Context: an optimization exercise on an open-source flow, tuned for small area, a short achievable clock period and few clock cycles per item. The choices shown serve that exercise and are no tape-out recipe.
Only simulation tests tie the RTL to the original design; equivalence was not proved.
Power is estimated from default activity; no workload was simulated.

<file path="flow/config.mk">
export PLATFORM = sky130hd
export DESIGN_NAME = rs_decoder
export DESIGN_NICKNAME = rs_decoder
export VERILOG_FILES = /design/flow/design.v
export SDC_FILE = /design/flow/constraint.sdc
export NUM_CORES = 4
export LEC_CHECK = 0
export CAP_MARGIN = 20
export CORE_MARGIN = 2
export CORE_UTILIZATION = 40
export SLEW_MARGIN = 20
export SYNTH_MEMORY_MAX_BITS = 4096
</file>
<file path="flow/constraint.sdc">
create_clock -name core_clock -period 10.0 [get_ports {clk}]
set_input_delay 2.0000 -clock core_clock [delete_from_list [all_inputs] [get_ports {clk}]]
set_output_delay 2.0000 -clock core_clock [all_outputs]
set_load 0.01 [all_outputs]
</file>
<file path="flow/design.v">
module rs_decoder (
  input  wire       clk,
  input  wire       rst,
  input  wire [7:0] cfg_n,
  input  wire [4:0] cfg_r,
  input  wire       in_valid,
  output wire       in_ready,
  input  wire [7:0] in_data,
  output wire       out_valid,
  input  wire       out_ready,
  output wire [7:0] out_data,
  output wire       out_last,
  output wire       out_err,
  output wire [3:0] out_nerr
);
  localparam integer CAP = 256;    
  localparam integer PL  = 8;      
  function automatic [7:0] gf_mul(input [7:0] a, input [7:0] b);
    reg [7:0] p;
    reg [7:0] x;
    integer i;
    begin
      p = 8'h00;
      x = a;
      for (i = 0; i < 8; i = i + 1) begin
        if (b[i]) p = p ^ x;
        x = {x[6:0], 1'b0} ^ (x[7] ? 8'h1d : 8'h00);
      end
      gf_mul = p;
    end
  endfunction
  function automatic [7:0] gf_pow(input integer e);
    integer i, m;
    reg [7:0] v;
    begin
      m = e % 255;
      if (m < 0) m = m + 255;
      v = 8'h01;
      for (i = 0; i < m; i = i + 1)
        v = {v[6:0], 1'b0} ^ (v[7] ? 8'h1d : 8'h00);
      gf_pow = v;
    end
  endfunction
  function automatic [7:0] gf_inv(input [7:0] a);
    case (a)
      8'h00: gf_inv = 8'h00;
      8'h01: gf_inv = 8'h01;
      8'h02: gf_inv = 8'h8e;
      8'h03: gf_inv = 8'hf4;
      8'h04: gf_inv = 8'h47;
      8'h05: gf_inv = 8'ha7;
      8'h06: gf_inv = 8'h7a;
      8'h07: gf_inv = 8'hba;
      8'h08: gf_inv = 8'had;
      8'h09: gf_inv = 8'h9d;
      8'h0a: gf_inv = 8'hdd;
      8'h0b: gf_inv = 8'h98;
      8'h0c: gf_inv = 8'h3d;
      8'h0d: gf_inv = 8'haa;
      8'h0e: gf_inv = 8'h5d;
      8'h0f: gf_inv = 8'h96;
      8'h10: gf_inv = 8'hd8;
      8'h11: gf_inv = 8'h72;
      8'h12: gf_inv = 8'hc0;
      8'h13: gf_inv = 8'h58;
      8'h14: gf_inv = 8'he0;
      8'h15: gf_inv = 8'h3e;
      8'h16: gf_inv = 8'h4c;
      8'h17: gf_inv = 8'h66;
      8'h18: gf_inv = 8'h90;
      8'h19: gf_inv = 8'hde;
      8'h1a: gf_inv = 8'h55;
      8'h1b: gf_inv = 8'h80;
      8'h1c: gf_inv = 8'ha0;
      8'h1d: gf_inv = 8'h83;
      8'h1e: gf_inv = 8'h4b;
      8'h1f: gf_inv = 8'h2a;
      8'h20: gf_inv = 8'h6c;
      8'h21: gf_inv = 8'hed;
      8'h22: gf_inv = 8'h39;
      8'h23: gf_inv = 8'h51;
      8'h24: gf_inv = 8'h60;
      8'h25: gf_inv = 8'h56;
      8'h26: gf_inv = 8'h2c;
      8'h27: gf_inv = 8'h8a;
      8'h28: gf_inv = 8'h70;
      8'h29: gf_inv = 8'hd0;
      8'h2a: gf_inv = 8'h1f;
      8'h2b: gf_inv = 8'h4a;
      8'h2c: gf_inv = 8'h26;
      8'h2d: gf_inv = 8'h8b;
      8'h2e: gf_inv = 8'h33;
      8'h2f: gf_inv = 8'h6e;
      8'h30: gf_inv = 8'h48;
      8'h31: gf_inv = 8'h89;
      8'h32: gf_inv = 8'h6f;
      8'h33: gf_inv = 8'h2e;
      8'h34: gf_inv = 8'ha4;
      8'h35: gf_inv = 8'hc3;
      8'h36: gf_inv = 8'h40;
      8'h37: gf_inv = 8'h5e;
      8'h38: gf_inv = 8'h50;
      8'h39: gf_inv = 8'h22;
      8'h3a: gf_inv = 8'hcf;
      8'h3b: gf_inv = 8'ha9;
      8'h3c: gf_inv = 8'hab;
      8'h3d: gf_inv = 8'h0c;
      8'h3e: gf_inv = 8'h15;
      8'h3f: gf_inv = 8'he1;
      8'h40: gf_inv = 8'h36;
      8'h41: gf_inv = 8'h5f;
      8'h42: gf_inv = 8'hf8;
      8'h43: gf_inv = 8'hd5;
      8'h44: gf_inv = 8'h92;
      8'h45: gf_inv = 8'h4e;
      8'h46: gf_inv = 8'ha6;
      8'h47: gf_inv = 8'h04;
      8'h48: gf_inv = 8'h30;
      8'h49: gf_inv = 8'h88;
      8'h4a: gf_inv = 8'h2b;
      8'h4b: gf_inv = 8'h1e;
      8'h4c: gf_inv = 8'h16;
      8'h4d: gf_inv = 8'h67;
      8'h4e: gf_inv = 8'h45;
      8'h4f: gf_inv = 8'h93;
      8'h50: gf_inv = 8'h38;
      8'h51: gf_inv = 8'h23;
      8'h52: gf_inv = 8'h68;
      8'h53: gf_inv = 8'h8c;
      8'h54: gf_inv = 8'h81;
      8'h55: gf_inv = 8'h1a;
      8'h56: gf_inv = 8'h25;
      8'h57: gf_inv = 8'h61;
      8'h58: gf_inv = 8'h13;
      8'h59: gf_inv = 8'hc1;
      8'h5a: gf_inv = 8'hcb;
      8'h5b: gf_inv = 8'h63;
      8'h5c: gf_inv = 8'h97;
      8'h5d: gf_inv = 8'h0e;
      8'h5e: gf_inv = 8'h37;
      8'h5f: gf_inv = 8'h41;
      8'h60: gf_inv = 8'h24;
      8'h61: gf_inv = 8'h57;
      8'h62: gf_inv = 8'hca;
      8'h63: gf_inv = 8'h5b;
      8'h64: gf_inv = 8'hb9;
      8'h65: gf_inv = 8'hc4;
      8'h66: gf_inv = 8'h17;
      8'h67: gf_inv = 8'h4d;
      8'h68: gf_inv = 8'h52;
      8'h69: gf_inv = 8'h8d;
      8'h6a: gf_inv = 8'hef;
      8'h6b: gf_inv = 8'hb3;
      8'h6c: gf_inv = 8'h20;
      8'h6d: gf_inv = 8'hec;
      8'h6e: gf_inv = 8'h2f;
      8'h6f: gf_inv = 8'h32;
      8'h70: gf_inv = 8'h28;
      8'h71: gf_inv = 8'hd1;
      8'h72: gf_inv = 8'h11;
      8'h73: gf_inv = 8'hd9;
      8'h74: gf_inv = 8'he9;
      8'h75: gf_inv = 8'hfb;
      8'h76: gf_inv = 8'hda;
      8'h77: gf_inv = 8'h79;
      8'h78: gf_inv = 8'hdb;
      8'h79: gf_inv = 8'h77;
      8'h7a: gf_inv = 8'h06;
      8'h7b: gf_inv = 8'hbb;
      8'h7c: gf_inv = 8'h84;
      8'h7d: gf_inv = 8'hcd;
      8'h7e: gf_inv = 8'hfe;
      8'h7f: gf_inv = 8'hfc;
      8'h80: gf_inv = 8'h1b;
      8'h81: gf_inv = 8'h54;
      8'h82: gf_inv = 8'ha1;
      8'h83: gf_inv = 8'h1d;
      8'h84: gf_inv = 8'h7c;
      8'h85: gf_inv = 8'hcc;
      8'h86: gf_inv = 8'he4;
      8'h87: gf_inv = 8'hb0;
      8'h88: gf_inv = 8'h49;
      8'h89: gf_inv = 8'h31;
      8'h8a: gf_inv = 8'h27;
      8'h8b: gf_inv = 8'h2d;
      8'h8c: gf_inv = 8'h53;
      8'h8d: gf_inv = 8'h69;
      8'h8e: gf_inv = 8'h02;
      8'h8f: gf_inv = 8'hf5;
      8'h90: gf_inv = 8'h18;
      8'h91: gf_inv = 8'hdf;
      8'h92: gf_inv = 8'h44;
      8'h93: gf_inv = 8'h4f;
      8'h94: gf_inv = 8'h9b;
      8'h95: gf_inv = 8'hbc;
      8'h96: gf_inv = 8'h0f;
      8'h97: gf_inv = 8'h5c;
      8'h98: gf_inv = 8'h0b;
      8'h99: gf_inv = 8'hdc;
      8'h9a: gf_inv = 8'hbd;
      8'h9b: gf_inv = 8'h94;
      8'h9c: gf_inv = 8'hac;
      8'h9d: gf_inv = 8'h09;
      8'h9e: gf_inv = 8'hc7;
      8'h9f: gf_inv = 8'ha2;
      8'ha0: gf_inv = 8'h1c;
      8'ha1: gf_inv = 8'h82;
      8'ha2: gf_inv = 8'h9f;
      8'ha3: gf_inv = 8'hc6;
      8'ha4: gf_inv = 8'h34;
      8'ha5: gf_inv = 8'hc2;
      8'ha6: gf_inv = 8'h46;
      8'ha7: gf_inv = 8'h05;
      8'ha8: gf_inv = 8'hce;
      8'ha9: gf_inv = 8'h3b;
      8'haa: gf_inv = 8'h0d;
      8'hab: gf_inv = 8'h3c;
      8'hac: gf_inv = 8'h9c;
      8'had: gf_inv = 8'h08;
      8'hae: gf_inv = 8'hbe;
      8'haf: gf_inv = 8'hb7;
      8'hb0: gf_inv = 8'h87;
      8'hb1: gf_inv = 8'he5;
      8'hb2: gf_inv = 8'hee;
      8'hb3: gf_inv = 8'h6b;
      8'hb4: gf_inv = 8'heb;
      8'hb5: gf_inv = 8'hf2;
      8'hb6: gf_inv = 8'hbf;
      8'hb7: gf_inv = 8'haf;
      8'hb8: gf_inv = 8'hc5;
      8'hb9: gf_inv = 8'h64;
      8'hba: gf_inv = 8'h07;
      8'hbb: gf_inv = 8'h7b;
      8'hbc: gf_inv = 8'h95;
      8'hbd: gf_inv = 8'h9a;
      8'hbe: gf_inv = 8'hae;
      8'hbf: gf_inv = 8'hb6;
      8'hc0: gf_inv = 8'h12;
      8'hc1: gf_inv = 8'h59;
      8'hc2: gf_inv = 8'ha5;
      8'hc3: gf_inv = 8'h35;
      8'hc4: gf_inv = 8'h65;
      8'hc5: gf_inv = 8'hb8;
      8'hc6: gf_inv = 8'ha3;
      8'hc7: gf_inv = 8'h9e;
      8'hc8: gf_inv = 8'hd2;
      8'hc9: gf_inv = 8'hf7;
      8'hca: gf_inv = 8'h62;
      8'hcb: gf_inv = 8'h5a;
      8'hcc: gf_inv = 8'h85;
      8'hcd: gf_inv = 8'h7d;
      8'hce: gf_inv = 8'ha8;
      8'hcf: gf_inv = 8'h3a;
      8'hd0: gf_inv = 8'h29;
      8'hd1: gf_inv = 8'h71;
      8'hd2: gf_inv = 8'hc8;
      8'hd3: gf_inv = 8'hf6;
      8'hd4: gf_inv = 8'hf9;
      8'hd5: gf_inv = 8'h43;
      8'hd6: gf_inv = 8'hd7;
      8'hd7: gf_inv = 8'hd6;
      8'hd8: gf_inv = 8'h10;
      8'hd9: gf_inv = 8'h73;
      8'hda: gf_inv = 8'h76;
      8'hdb: gf_inv = 8'h78;
      8'hdc: gf_inv = 8'h99;
      8'hdd: gf_inv = 8'h0a;
      8'hde: gf_inv = 8'h19;
      8'hdf: gf_inv = 8'h91;
      8'he0: gf_inv = 8'h14;
      8'he1: gf_inv = 8'h3f;
      8'he2: gf_inv = 8'he6;
      8'he3: gf_inv = 8'hf0;
      8'he4: gf_inv = 8'h86;
      8'he5: gf_inv = 8'hb1;
      8'he6: gf_inv = 8'he2;
      8'he7: gf_inv = 8'hf1;
      8'he8: gf_inv = 8'hfa;
      8'he9: gf_inv = 8'h74;
      8'hea: gf_inv = 8'hf3;
      8'heb: gf_inv = 8'hb4;
      8'hec: gf_inv = 8'h6d;
      8'hed: gf_inv = 8'h21;
      8'hee: gf_inv = 8'hb2;
      8'hef: gf_inv = 8'h6a;
      8'hf0: gf_inv = 8'he3;
      8'hf1: gf_inv = 8'he7;
      8'hf2: gf_inv = 8'hb5;
      8'hf3: gf_inv = 8'hea;
      8'hf4: gf_inv = 8'h03;
      8'hf5: gf_inv = 8'h8f;
      8'hf6: gf_inv = 8'hd3;
      8'hf7: gf_inv = 8'hc9;
      8'hf8: gf_inv = 8'h42;
      8'hf9: gf_inv = 8'hd4;
      8'hfa: gf_inv = 8'he8;
      8'hfb: gf_inv = 8'h75;
      8'hfc: gf_inv = 8'h7f;
      8'hfd: gf_inv = 8'hff;
      8'hfe: gf_inv = 8'h7e;
      8'hff: gf_inv = 8'hfd;
      default: gf_inv = 8'h00;
    endcase
  endfunction
  integer i, j;
  reg rst_q;
  always @(posedge clk) rst_q <= rst;
  wire rs  = rst_q;             
  wire rsf = rst | rst_q;       
  reg        in_ready_r;     
  reg        rdy_f, rdy_n;   
  assign in_ready = in_ready_r;
  wire       in_fire = in_valid & (rdy_f | rdy_n);
  reg  [7:0] icnt;           
  reg  [7:0] in_n;
  reg  [4:0] in_r;
  reg        in_last_nx;     
  reg        in_msg_nx;      
  wire [7:0] in_k = in_n - {3'd0, in_r};
  reg        d1_v, d1_first, d1_last, d1_msg, d1_w;
  reg  [7:0] d1_data;
  always @(posedge clk) begin
    d1_data <= in_data;
    if (rs) begin
      icnt  <= 8'd0;
      d1_v  <= 1'b0;
      d1_w  <= 1'b0;
      in_last_nx <= 1'b0;
      in_msg_nx  <= 1'b1;
    end else begin
      d1_v <= in_fire;
      d1_w <= in_fire && ((icnt == 8'd0) || in_msg_nx);
      if (in_fire) begin
        d1_first <= (icnt == 8'd0);
        d1_last  <= (icnt != 8'd0) && in_last_nx;
        d1_msg   <= (icnt == 8'd0) || in_msg_nx;
        if (icnt == 8'd0) begin
          in_n <= cfg_n;
          in_r <= cfg_r;
          icnt <= 8'd1;
          in_last_nx <= 1'b0;
          in_msg_nx  <= 1'b1;
        end else begin
          icnt <= in_last_nx ? 8'd0 : icnt + 8'd1;
          in_last_nx <= (icnt + 8'd2 == in_n);
          in_msg_nx  <= (icnt + 8'd1 < in_k);
        end
      end
    end
  end
  reg [CAP-1:0] mbuf [0:7];
  reg [8:0]     occ;
  reg [7:0]     rtap;
  wire          buf_wr = d1_w;
  wire          buf_rd;                     
  reg  [7:0]    buf_q;
  always @(posedge clk)
    if (buf_wr)
      for (i = 0; i < 8; i = i + 1)
        mbuf[i] <= {mbuf[i][CAP-2:0], d1_data[i]};
  reg [15:0] rlo, rhi;
  reg [15:0] rgrp [0:7];
  always @* begin
    for (i = 0; i < 8; i = i + 1) begin
      for (j = 0; j < 16; j = j + 1)
        rgrp[i][j] = |(mbuf[i][16*j +: 16] & rlo);
      buf_q[i] = |(rgrp[i] & rhi);
    end
  end
  wire [8:0] occ_nx = occ + {8'd0, buf_wr} - {8'd0, buf_rd};
  wire [7:0] tap_d  = (buf_wr & ~buf_rd) ? 8'h01 : (~buf_wr & buf_rd) ? 8'hff : 8'h00;
  wire [7:0] tap_nx = rs ? 8'hff : rtap + tap_d;
  always @(posedge clk) begin
    if (rs)
      occ <= 9'd0;
    else
      occ <= occ_nx;
    rtap <= tap_nx;
    for (j = 0; j < 16; j = j + 1) begin
      rlo[j] <= (tap_nx[3:0] == j);
      rhi[j] <= (tap_nx[7:4] == j);
    end
  end
  reg [7:0] acc [0:15];
  reg       syn_full;                  
  reg [7:0] syn_n;
  reg [4:0] syn_r;
  wire      bm_take;
  reg [7:0] acc_nx [0:15];
  reg       acc_zero;                  
  always @* begin
    acc_zero = 1'b1;
    for (i = 0; i < 16; i = i + 1) begin
      acc_nx[i] = (d1_first ? 8'h00 : gf_mul(acc[i], gf_pow(i))) ^ d1_data;
      if (acc[i] != 8'h00) acc_zero = 1'b0;
    end
  end
  always @(posedge clk) begin
    if (d1_v) begin
      for (i = 0; i < 16; i = i + 1)
        acc[i] <= acc_nx[i];
    end
    if (d1_v && d1_last) begin
      syn_n <= in_n;
      syn_r <= in_r;
    end
    if (rs) syn_full <= 1'b0;
    else if (d1_v && d1_last) syn_full <= 1'b1;
    else if (bm_take) syn_full <= 1'b0;
  end
  localparam [2:0] B_IDLE = 3'd0, B_A1 = 3'd1, B_A2 = 3'd2, B_B1 = 3'd3,
                   B_B2 = 3'd4, B_ROT = 3'd5, B_OMG = 3'd6, B_CHK = 3'd7;
  reg  [2:0] bst;
  reg  [7:0] sr  [0:15];    
  reg  [7:0] lam [1:8];     
  reg  [7:0] bh  [1:8];     
  reg  [7:0] pr  [1:8];     
  reg  [7:0] s0r;           
  reg  [7:0] dd;            
  reg  [7:0] dinv;
  reg        repl;          
  reg        lastit;        
  reg  [4:0] bl;            
  reg  [4:0] bn;            
  reg  [3:0] boff;          
  reg  [7:0] b_n;
  reg  [4:0] b_r;
  reg  [4:0] b_rm1;         
  reg        b_zero;        
  reg  [8:1] m_ls;          
  reg        m_s;           
  reg        m_l;           
  reg        m_i;           
  reg        b_bad;         
  wire [3:0] b_t = b_r[4:1];
  assign bm_take = (bst == B_IDLE) && syn_full;
  wire chien_idle;
  wire bm_xfer;             
  reg  [7:0] mprod [1:8];
  reg  [7:0] psum;
  always @* begin
    psum = s0r;
    for (j = 1; j <= 8; j = j + 1) begin
      mprod[j] = gf_mul(m_l ? lam[j] : bh[j],
                        m_s ? (sr[j] & {8{m_ls[j]}}) : (m_i ? dinv : dd));
      psum = psum ^ pr[j];
    end
  end
  wire b_easy  = b_zero || b_bad;
  wire dz = (psum == 8'h00);   
  reg  om_last, om_v;       
  reg  [2:0] om_idx;
  wire b_rot   = (bst == B_A2) ||
                 (bst == B_OMG && !om_last) ||
                 (bst == B_ROT && boff != 4'd0 && !b_easy);
  assign bm_xfer = (bst == B_ROT) && (boff == 4'd0 || b_easy) && chien_idle;
  reg [2:0] bst_nx;
  always @* begin
    bst_nx = bst;
    case (bst)
      B_IDLE: if (syn_full) bst_nx = B_CHK;
      B_CHK:  bst_nx = b_zero ? B_ROT : B_A1;
      B_A1:   bst_nx = B_A2;
      B_A2:   bst_nx = !dz ? B_B1 : ((bn == b_rm1) ? B_ROT : B_A1);
      B_B1:   bst_nx = B_B2;
      B_B2:   bst_nx = lastit ? B_ROT : B_A1;
      B_ROT:  if (bm_xfer) bst_nx = b_easy ? B_IDLE : B_OMG;
      B_OMG:  if (om_last) bst_nx = B_IDLE;
      default: bst_nx = B_IDLE;
    endcase
  end
  always @(posedge clk) begin
    if (bm_take) begin
      sr[0] <= acc[0];
      for (i = 1; i < 16; i = i + 1)
        sr[i] <= acc[16 - i];
    end else if (b_rot) begin
      sr[0] <= sr[15];
      for (i = 1; i < 16; i = i + 1)
        sr[i] <= sr[i - 1];
    end
  end
  always @(posedge clk) begin
    for (j = 1; j <= 8; j = j + 1)
      pr[j] <= mprod[j];
    s0r  <= sr[0];
    dinv <= gf_inv(dd);
    b_bad  <= (bl > {1'b0, b_t});
    om_idx <= bn[2:0];
    if (rs) begin
      bst  <= B_IDLE;
      m_ls <= 8'h00;
      om_v    <= 1'b0;
      om_last <= 1'b0;
      m_s  <= 1'b0;
      m_l  <= 1'b0;
      m_i  <= 1'b0;
    end else begin
      bst  <= bst_nx;
      m_s  <= (bst_nx == B_A1) || (bst_nx == B_OMG);
      m_l  <= (bst_nx == B_A1) || (bst_nx == B_OMG) || (bst_nx == B_B2);
      m_i  <= (bst_nx == B_B2);
      om_v    <= (bst_nx == B_OMG) && (bst == B_OMG);
      om_last <= (bst_nx == B_OMG) && (bst == B_OMG) && (bn + 5'd1 == {1'b0, b_t});
      for (j = 1; j <= 8; j = j + 1)
        m_ls[j] <= (bst_nx == B_A1) ||
                   (bst_nx == B_OMG && bst == B_OMG && j <= bn + 5'd1);
      case (bst)
        B_IDLE: if (syn_full) begin
          b_n   <= syn_n;
          b_r   <= syn_r;
          b_rm1 <= syn_r - 5'd1;
          bn    <= 5'd0;
          bl    <= 5'd0;
          boff  <= 4'd0;
          for (i = 1; i <= 8; i = i + 1) begin
            lam[i] <= 8'h00;
            bh[i]  <= (i == 1) ? 8'h01 : 8'h00;
          end
          b_zero <= acc_zero;
        end
        B_CHK: ;
        B_A2: begin
          dd     <= psum;
          if (dz) begin
            bh[1] <= 8'h00;
            for (i = 2; i <= 8; i = i + 1)
              bh[i] <= bh[i - 1];
          end
          repl   <= ({bl, 1'b0} <= {1'b0, bn});
          lastit <= (bn == b_rm1);
          boff   <= boff + 4'd1;
          bn     <= bn + 5'd1;
        end
        B_B1: begin
        end
        B_B2: begin
          for (i = 1; i <= 8; i = i + 1)
            lam[i] <= lam[i] ^ pr[i];
          if (repl) begin
            bh[1] <= dinv;
            for (i = 2; i <= 8; i = i + 1)
              bh[i] <= mprod[i - 1];
            bl <= bn - bl;
          end else begin
            bh[1] <= 8'h00;
            for (i = 2; i <= 8; i = i + 1)
              bh[i] <= bh[i - 1];
          end
        end
        B_ROT: begin
          if (boff != 4'd0 && !b_easy)
            boff <= boff + 4'd1;
          bn <= 5'd0;
        end
        B_OMG: begin
          bn <= bn + 5'd1;
        end
        default: ;
      endcase
    end
  end
  localparam [3:0] C_IDLE = 4'b0001, C_FILL = 4'b0010, C_SCAN = 4'b0100, C_DONE = 4'b1000;
  reg  [3:0] cst;           
  reg  [7:0] cl [1:8];      
  reg  [7:0] co [0:7];      
  reg  [7:0] c_k;
  reg  [4:0] c_l;           
  reg  [3:0] c_t;
  reg        c_easy;        
  reg        c_ok;
  reg  [8:0] c_pos;         
  reg  [3:0] c_cnt;         
  reg  [7:0] c_ls [0:PL-1];   
  reg  [7:0] c_lt [0:PL-1];   
  reg        c_lv;          
  reg  [PL-1:0] c_lm;       
  reg  [PL-1:0] c_hit;      
  reg        c_end1, c_end2, c_end3, c_end4;
  reg  [3:0] c_hs;          
  reg  [3:0] c_pre;         
  wire       c_xfer;        
  assign chien_idle = cst[0];
  reg [7:0] lsum [0:PL-1];
  reg [7:0] ltop [0:PL-1];
  always @* begin
    for (j = 0; j < PL; j = j + 1) begin
      lsum[j] = 8'h01;
      ltop[j] = 8'h00;
      for (i = 1; i <= 4; i = i + 1)
        lsum[j] = lsum[j] ^ gf_mul(cl[i], gf_pow(-i * j));
      for (i = 5; i <= 8; i = i + 1)
        ltop[j] = ltop[j] ^ gf_mul(cl[i], gf_pow(-i * j));
    end
  end
  reg [3:0] hitsum;
  always @* begin
    hitsum = 4'd0;
    for (j = 0; j < PL; j = j + 1)
      hitsum = hitsum + {3'd0, c_hit[j]};
  end
  wire       scan_end = c_pos[8] || (c_pos[7:0] < PL);
  always @(posedge clk) begin
    for (j = 0; j < PL; j = j + 1)
      c_ls[j] <= lsum[j];
    for (j = 0; j < PL; j = j + 1)
      c_lt[j] <= ltop[j];
    for (j = 0; j < PL; j = j + 1)
      c_hit[j] <= c_lv && (c_ls[j] == c_lt[j]) && c_lm[j];
    c_hs <= hitsum;
    if (rs) begin
      cst <= C_IDLE;
    end else begin
      case (1'b1)
        cst[0]: if (bm_xfer) begin
          for (i = 1; i <= 8; i = i + 1) cl[i] <= lam[i];
          for (i = 0; i < 8; i = i + 1)  co[i] <= 8'h00;
          c_k    <= b_n - {3'd0, b_r};
          c_l    <= b_zero ? 5'd0 : bl;
          c_t    <= b_t;
          c_easy <= b_easy;
          c_ok   <= b_zero;
          c_pos  <= {1'b0, b_n} - 9'd1;
          c_cnt  <= 4'd0;
          c_lv   <= 1'b0;
          c_end1 <= 1'b0;
          c_end2 <= 1'b0;
          c_end3 <= 1'b0;
          c_end4 <= 1'b0;
          c_pre  <= 4'd0;
          cst    <= b_easy ? C_DONE : C_FILL;
        end
        cst[1]: begin
          if (om_v) co[om_idx] <= psum;
          if (om_last) cst <= C_SCAN;
        end
        cst[2]: begin
          c_lv  <= !c_end1;
          c_cnt <= c_cnt + c_hs;
          if (!c_end1) begin
            for (i = 1; i <= 8; i = i + 1) cl[i] <= gf_mul(cl[i], gf_pow(-PL * i));
            for (i = 1; i < 8; i = i + 1)  co[i] <= gf_mul(co[i], gf_pow(-PL * i));
            for (j = 0; j < PL; j = j + 1)
              c_lm[j] <= !c_pos[8] && (c_pos[7:0] >= j);
            c_pos <= c_pos - PL;
            if (scan_end) begin
              c_end1 <= 1'b1;
              c_pre  <= PL - c_pos[3:0];
            end
          end
          c_end2 <= c_end1;
          c_end3 <= c_end2;
          c_end4 <= c_end3;
          if (c_end4) begin
            c_ok <= (c_l <= {1'b0, c_t}) && ({1'b0, c_cnt} == c_l);
            cst  <= C_DONE;
          end
        end
        cst[3]: begin
          if (c_xfer) cst <= C_IDLE;
          else if (c_pre != 4'd0) begin
            for (i = 1; i <= 8; i = i + 1) cl[i] <= gf_mul(cl[i], gf_pow(i));
            for (i = 1; i < 8; i = i + 1)  co[i] <= gf_mul(co[i], gf_pow(i));
            c_pre <= c_pre - 4'd1;
          end
        end
        default: cst <= C_IDLE;
      endcase
    end
  end
  reg  [7:0] ol [1:8];
  reg  [7:0] oo [0:7];
  reg        o_act;
  reg  [7:0] o_k;           
  reg        o_k1;          
  reg        o_ok;
  reg  [3:0] o_nerr;
  reg  [3:0] o_pre;
  reg        o_pz;          
  reg        o_fix;         
  reg        o_iss;         
  reg        s1_v, s1_last, s1_fix, s1_zero;
  reg  [7:0] s1_d, s1_odd, s1_om;
  reg        s1_err;
  reg  [3:0] s1_nerr;
  reg        s2_v, s2_last, s2_fix;
  reg  [7:0] s2_d, s2_inv, s2_om;
  reg        s2_err;
  reg  [3:0] s2_nerr;
  reg  [2:0] f_cnt;         
  wire       o_pop;
  wire o_issue = o_iss;
  assign buf_rd = o_issue;
  wire o_step  = o_act && (!o_pz || o_issue);
  assign c_xfer = cst[3] && (!o_act || (o_issue && o_k1));
  reg [7:0] o_lsum, o_lodd, o_osum;
  always @* begin
    o_lsum = 8'h01;
    o_lodd = 8'h00;
    o_osum = oo[0];
    for (i = 1; i <= 8; i = i + 1) begin
      o_lsum = o_lsum ^ ol[i];
      if (i % 2 == 1) o_lodd = o_lodd ^ ol[i];
    end
    for (i = 1; i < 8; i = i + 1)
      o_osum = o_osum ^ oo[i];
  end
  always @(posedge clk) begin
    if (c_xfer) begin
      for (i = 1; i <= 8; i = i + 1) ol[i] <= cl[i];
      for (i = 0; i < 8; i = i + 1)  oo[i] <= co[i];
    end else if (o_step) begin
      for (i = 1; i <= 8; i = i + 1) ol[i] <= gf_mul(ol[i], gf_pow(i));
      for (i = 1; i < 8; i = i + 1)  oo[i] <= gf_mul(oo[i], gf_pow(i));
    end
  end
  reg o_act_nx, o_pz_nx;
  always @* begin
    o_act_nx = o_act;
    o_pz_nx  = o_pz;
    if (c_xfer) begin
      o_act_nx = 1'b1;
      o_pz_nx  = !(c_ok && !c_easy) || c_pre == 4'd0;
    end else if (o_act) begin
      if (!o_pz) o_pz_nx = (o_pre == 4'd1);
      if (o_issue && o_k1) o_act_nx = 1'b0;
    end
  end
  wire [3:0] o_inflight = {1'b0, f_cnt} + {3'd0, s2_v} + {3'd0, s1_v} + {3'd0, o_issue};
  always @(posedge clk) begin
    if (rs) begin
      o_act <= 1'b0;
      o_iss <= 1'b0;
      s1_v  <= 1'b0;
      s2_v  <= 1'b0;
    end else begin
      o_act <= o_act_nx;
      o_pz  <= o_pz_nx;
      o_iss <= o_act_nx && o_pz_nx && (o_pop ? (o_inflight <= 4'd4) : (o_inflight <= 4'd3));
      if (c_xfer) begin
        o_k    <= c_k;
        o_k1   <= 1'b0;
        o_ok   <= c_ok;
        o_nerr <= c_ok ? c_l[3:0] : 4'd0;
        o_fix  <= c_ok && !c_easy;
        o_pre  <= (c_ok && !c_easy) ? c_pre : 4'd0;
      end else if (o_act) begin
        if (!o_pz) o_pre <= o_pre - 4'd1;
        if (o_issue) begin
          o_k  <= o_k - 8'd1;
          o_k1 <= (o_k == 8'd2);
        end
      end
      s1_v <= o_issue;
      s2_v <= s1_v;
    end
    s1_d    <= buf_q;
    s1_last <= o_k1;
    s1_fix  <= o_fix;
    s1_zero <= (o_lsum == 8'h00);
    s1_odd  <= o_lodd;
    s1_om   <= o_osum;
    s1_err  <= !o_ok;
    s1_nerr <= o_nerr;
    s2_d    <= s1_d;
    s2_last <= s1_last;
    s2_fix  <= s1_fix && s1_zero;
    s2_inv  <= gf_inv(s1_odd);
    s2_om   <= s1_om;
    s2_err  <= s1_err;
    s2_nerr <= s1_nerr;
  end
  wire [7:0]  s2_out = s2_d ^ (s2_fix ? gf_mul(s2_om, s2_inv) : 8'h00);
  wire [13:0] s2_ent = {s2_nerr, s2_err, s2_last, s2_out};
  reg [13:0] fq [0:3];
  reg [13:0] oq;
  reg        fv;
  assign o_pop     = (f_cnt != 3'd0) && out_ready;
  assign out_valid = fv;
  assign out_data  = oq[7:0];
  assign out_last  = oq[8];
  assign out_err   = oq[9];
  assign out_nerr  = oq[13:10];
  reg [13:0] fq_pop [0:3];
  reg [13:0] fq_hold [0:3];
  always @* begin
    for (i = 0; i < 4; i = i + 1) begin
      fq_hold[i] = (s2_v && f_cnt == i) ? s2_ent : fq[i];
      fq_pop[i]  = (s2_v && (f_cnt == i + 1 || (f_cnt == 3'd0 && i == 0))) ? s2_ent :
                   ((i < 3) ? fq[(i + 1) % 4] : fq[i]);
    end
  end
  always @(posedge clk) begin
    oq <= out_ready ? fq_pop[0] : ((f_cnt == 3'd0) ? s2_ent : fq[0]);
    for (i = 0; i < 4; i = i + 1)
      fq[i] <= out_ready ? fq_pop[i] : fq_hold[i];
    if (rsf)
      fv <= 1'b0;
    else
      fv <= o_pop ? (f_cnt + {2'b00, s2_v} != 3'd1) : (f_cnt != 3'd0 || s2_v);
    if (rs)
      f_cnt <= 3'd0;
    else
      f_cnt <= f_cnt + {2'b00, s2_v} - {2'b00, o_pop};
  end
  wire       next_first = in_fire ? (icnt != 8'd0 && in_last_nx) : (icnt == 8'd0);
  wire       bm_idle_nx = (bst_nx == B_IDLE) && !(bst == B_IDLE && syn_full);
  always @(posedge clk) begin
    if (rsf) begin
      in_ready_r <= 1'b0;
      rdy_f      <= 1'b0;
      rdy_n      <= 1'b0;
    end else begin
      in_ready_r <= (occ <= CAP - 3) && (!next_first || bm_idle_nx);
      rdy_f      <= (occ <= CAP - 3) && next_first && bm_idle_nx;
      rdy_n      <= (occ <= CAP - 3) && !next_first;
    end
  end
endmodule
</file>
<file path="flow/flow/run.sh">
#!/bin/bash
# Layout flow: the standard ORFS flow (standard synthesis, floorplan,
# placement, CTS, routing, finish) with the constraint file unchanged, and
# these settings:
#  - repair_timing keeps a setup margin of 6.6 ns, so the resizer works the
#    paths down towards a 3.4 ns period instead of stopping as soon as the
#    10 ns constraint is met;
#  - clock sinks clustered in groups of up to 25 within 100 um, so the clock
#    tree needs fewer buffers;
#  - 55% core utilisation, for shorter wires.
# make's full output goes to flow_make.log here; ORFS keeps each step's own
# log under orfs/logs/.
set -euo pipefail
bash standard.sh SETUP_SLACK_MARGIN=6.6 CTS_CLUSTER_SIZE=25 CTS_CLUSTER_DIAMETER=100 \
  CORE_UTILIZATION=55 finish > flow_make.log 2>&1
</file>
<file path="flow/standard.sh">
#!/bin/bash
# synth_recipe.tcl (not shown) runs the flow's synth.tcl, then flattens the netlist and writes it again
# the make line also repeats each setting of config.mk as NAME=value (left out here)
make -C /OpenROAD-flow-scripts/flow DESIGN_CONFIG=/design/flow/config.mk WORK_HOME=/design/flow/orfs CLKGATE_MAP_FILE= SYNTH_SCRIPT=/design/flow/synth_recipe.tcl "${@:-finish}"
</file>
==> results.txt <==
----------------------------------------------------
[Outcome]
  Outcome ... complete, no violations

[Synth]
  Total nets after synthesis ... approximately 12000
  Synth warnings ... 20
  Yosys reg bits ... roughly 3300
  Cells after synthesis ... roughly 12000
  Synth async-reset ratio ... 0%
  Dominant synthesized flop cell ... edfxtp_1
  Number of enable flip-flop cells after synthesis ... approximately 2900
  Top post-synthesis cells by area ... edfxtp_1 55%, xnor2_1 10%, dfxtp_1 5.3%
  Cell Area, Synth ... approximately 0.16 mm^2
  Sequential fraction of the synthesis area ... 60.1%
  Most instantiated cells after synthesis ... 2870 x edfxtp_1, 1830 x xnor2_1, 872 x nand2_1
  Post-synth top area cell ... edfxtp_1
  Leading cell type by number of instances after synthesis ... edfxtp_1
  Netlist cell types ... between 80 and 90
  Area fraction of the dominant cell type after synthesis ... between 50 and 60%
  Avg Synthesized Cell Area ... roughly 13 um^2

[Critical path]
  Worst Path Required ... about 11 ns
  Max Fanout on Critical Path ... 60
  Slowest cell on the critical path ... dfxtp_4
  Cell count along the critical path ... 7
  Depth of the most critical reg-to-reg path ... 7
  CP Buf/Inv Count ... 2
  Cells along the critical path ... buf_4 -> buf_12 -> a22o_1 -> a221oi_1 -> nand4_1 -> a221oi_4 -> nand4_1
  Crit path capture type ... register
  Top Family by Delay on Critical Path ... compound AO/OA/AOI/OAI gates
  Slowest Stage Delay on Critical Path ... approximately 0.5 ns
  Start-to-end type of the worst setup path ... reg -> reg
  Crit path arrival time ... ~4 ns
  Most frequent CP cell ... nand4_1
  Nature of the critical path startpoint ... register

[Clocking]
  Register clock-pin slew on the reported worst setup and hold paths ... approximately 0.1 ns
  Clock root buffer ... clkbuf_16
  Insertion delay of the later-clocked pin in the worst-skew pair ... a little over 0.9 ns
  Post-CTS Hold Fix Bufs ... 0
  Number of sinks driven by the clock tree ... approximately 3300
  Num CTS Buffers ... 160
  CTS tree ... done
  H-tree levels ... 4
  Clock tree buffer depth ... 4

[Drt]
  Number of DRC markers in iteration 0 ... approximately 12000
  Number of design rule violations left after detail routing ... 0
  Drt via density ... approximately 6.4
  Number of nets with antenna violations after detailed routing ... 0
  First-pass iteration count of the detailed router ... 8
  Drt total wl ... roughly 460000 um
  Wirelength per Cell ... 29.1 um
  Number of vias in the routed layout ... 100474

[Pwr]
  Power Internal ... a little under 30000 uW
  Leakage Power ... ~0.05 uW
  Total net switching power ... 18700 uW
  Pwr per Cell Area ... around 280 mW/mm^2
  Logic gate share of total power ... between 40% and 50%
  Switch share ... around two fifths
  Sequential share of power ... between 30% and 40%
  Max rail drop VDD ... between 0.4 and 0.5 mV
  Clock share of power ... between 10% and 20%
  Total power of the final layout ... ~48000 uW

[Global routing]
  Initial antenna violation count ... 25
  Maximum number of pins on one net before global-route repair ... approximately 180
  Overall Global Routing Usage ... 30.8%
  Vias in the first global route ... about 100000
  Global-route wire length before repair ... between 600000 and 700000 um
  Sum of overflow across all layers after global routing ... 0

[Floorplanning]
  Width of the die ... approximately 540 um
  Core region area ... about 0.28 mm^2
  Starting density of the core ... 55.2%
  Count of boundary I/O pins ... 41
  Die Height ... ~540 um
  Count of standard-cell rows ... a little under 200
  DIE AREA ... ~0.29 mm^2

[STA]
  Unrepaired setup endpoints after global routing ... true
  Final count of pins violating max slew ... 0
  Post-route clock period utilization ... around 34%
  Fin Clk Skew ... just over 0.07 ns
  # setup viols final ... 0
  Total Negative Setup Slacks ... 0 ns
  Worst slew margin relative to its limit ... 24.2%
  Highest attainable clock frequency ... approximately 290 MHz
  Hold Vio Cnt, Final ... 0
  Shortest clock period the worst path allows after layout ... 3.39 ns
  Actual slew at the worst max-slew pin ... 1.13 ns

[Final layout]
  Final cell count without fillers ... 15785
  Final Cell Area ... about 0.17 mm^2
  Share of post-route cells with drive strength above 1 ... under 10%
  Nets ... 12084
  Area Overhead vs Synth ... 6.66%

[Placed design]
  Number of placed instances with taps included ... approximately 15000
  Post-DP Area ... approximately 0.16 mm^2
  Final weighted congestion in routability-driven placement ... 0.994
  HPWL after DPL ... 298000 um
  Port Buffers ... 40

[Job]
  Max capacitance violation total ... 0

[Worst hold path]
  Cell count of the worst hold path ... 0
  Worst Hold Class ... reg -> reg

----------------------------------------------------
## path summary, 6_finish.rpt
path                            startpoint       end  slack (ns)
worst min-delay path              s1_om[7]  s2_om[7]        0.33
worst max register to register      rlo[6]   s1_d[4]        6.61
worst min register to register    s1_om[7]  s2_om[7]        0.33
worst max-delay path                rlo[6]   s1_d[4]        6.61
## state kept, by name (all words and copies together) (netlist names), 16 cells and up
register / cells
pr: 64
lam: 64
c_ls: 64
oo: 64
bh: 64
acc: 128
ol: 64
rhi: 16
fq: 56
mbuf: 2048
cl: 64
sr: 128
rlo: 16
co: 64
c_lt: 64
## worst register-to-register path, stage by stage, from the launching register on
cell and delay [ns]:
dfxtp_4 0.50, buf_4 0.41, buf_12 0.38, a22o_1 0.36, a221oi_1 0.25, nand4_1 0.35
a221oi_4 0.48, nand4_1 0.37
## routing by layer
metal	wire length, um	vias up	track usage [%]
met1	203000	50968	46.8
met5	52	-	0
met2	205000	4669	46.3
met4	12000	8	7.91
met3	40800	538	4.77
li1	-	44291	-
## power groups by stage
stage | clock network [uW] | registers [uW] | logic (uW)
after floorplan | 0 | 18000 | 15200
after global placement | 0 | 18400 | 21000
after detailed placement | 0 | 18400 | 21100
after CTS | 7730 | 18100 | 21600
after global routing | 8140 | 18200 | 23500
final | 7570 | 18100 | 22000
## per-stage QoR
| step | utilization, % | hold WS (ns) | setup WS [ns] |
|---|---|---|---|
| 4_1_cts | 58.7 | 0.331 | 6.54 |
| 2_1_floorplan | - | 0.310 | -6.90 |
| 6_report | 58.9 | 0.330 | 6.61 |
| 3_5_place_dp | 56.7 | 0.312 | 5.20 |
| 3_3_place_gp | 56.7 | 0.310 | 5.21 |
| 5_1_grt | 58.9 | 0.338 | 6.53 |
## layout by cell type (no fill, tap or decap), types with 33 or more instances in the layout
cell       count
inv_1        170
a31oi_1       57
xnor2_1     1799
o211ai_1      50
clkbuf_1      63
nor2b_1       61
nor2_1       701
and3_1        40
xnor2_2       33
a211oi_1      49
a22oi_1      267
clkbuf_16    168
xor2_1       735
dfxtp_1      369
nand2_1      868
nor4_1        43
nand2b_1      87
nor3_1        90
nand3_1      140
o22ai_1       41
buf_4        217
a221oi_1     438
a21oi_1      388
nand4_1      155
edfxtp_1    2870
a21o_1        45
mux2_2       220
xnor3_1       75
a22o_1       463
o21ai_0      375
ha_1         118
mux2i_1      120
## final cells by class
type,count,area [um^2]
clock buffers,230,4400
diodes,12,30.0
fillers,22850,117000
repair inverters,1,5.00
repair buffers,314,2960
inverters,185,728
clock inverters,21,303
multi-input cells,7973,60100
well taps,3762,4710
flip-flops and latches,3287,94700
## cell families after synthesis
logic type,after synthesis,synth area share (%)
buffers and inverters,943,2.36
flip-flops,3287,60.1
multiplexers,409,3.07
AND/OR/NAND/NOR,2330,6.65
AO/OA/AOI/OAI,2427,11.1
XOR/XNOR,2670,15.6
adder cells (fa/ha/maj),137,1.15
## timing repair
action	4_1_cts	5_1_grt
hold endpoints to repair	0	0
pin swaps	14	6
gates cloned	5	3
endpoints found under the setup margin	839	623
resized for setup	218	71
buffers inserted	24	8
Testbench counts, summed over its fixed seeds: cycles 42,566, items 256.

-- static timing again, ports no longer ideal --
How much do the figures lean on ideal ports? The routed layout below was timed once more, with nothing changed but the port constraints.
Step 1: set_driving_cell puts a clkbuf_16 on clk and a buf_2 on each other input, an assumption about the parent block.
Step 2, shift: input delay + t, output delay - t, t = (earliest + latest rising clock arrival at the registers) / 2. This alone moves slack from input paths to output paths.
Slacks: ideal ports / drivers / drivers and shift; pairs: ideal ports / drivers.
t (ns): 0.967
setup slack, ns: 6.610 / 6.518 / 5.875
worst setup path after step 2: input to register
After both steps this run still meets setup and hold. For this run, drivers alone change the setup slack by -0.092 ns; drivers and shift together by -0.735 ns.
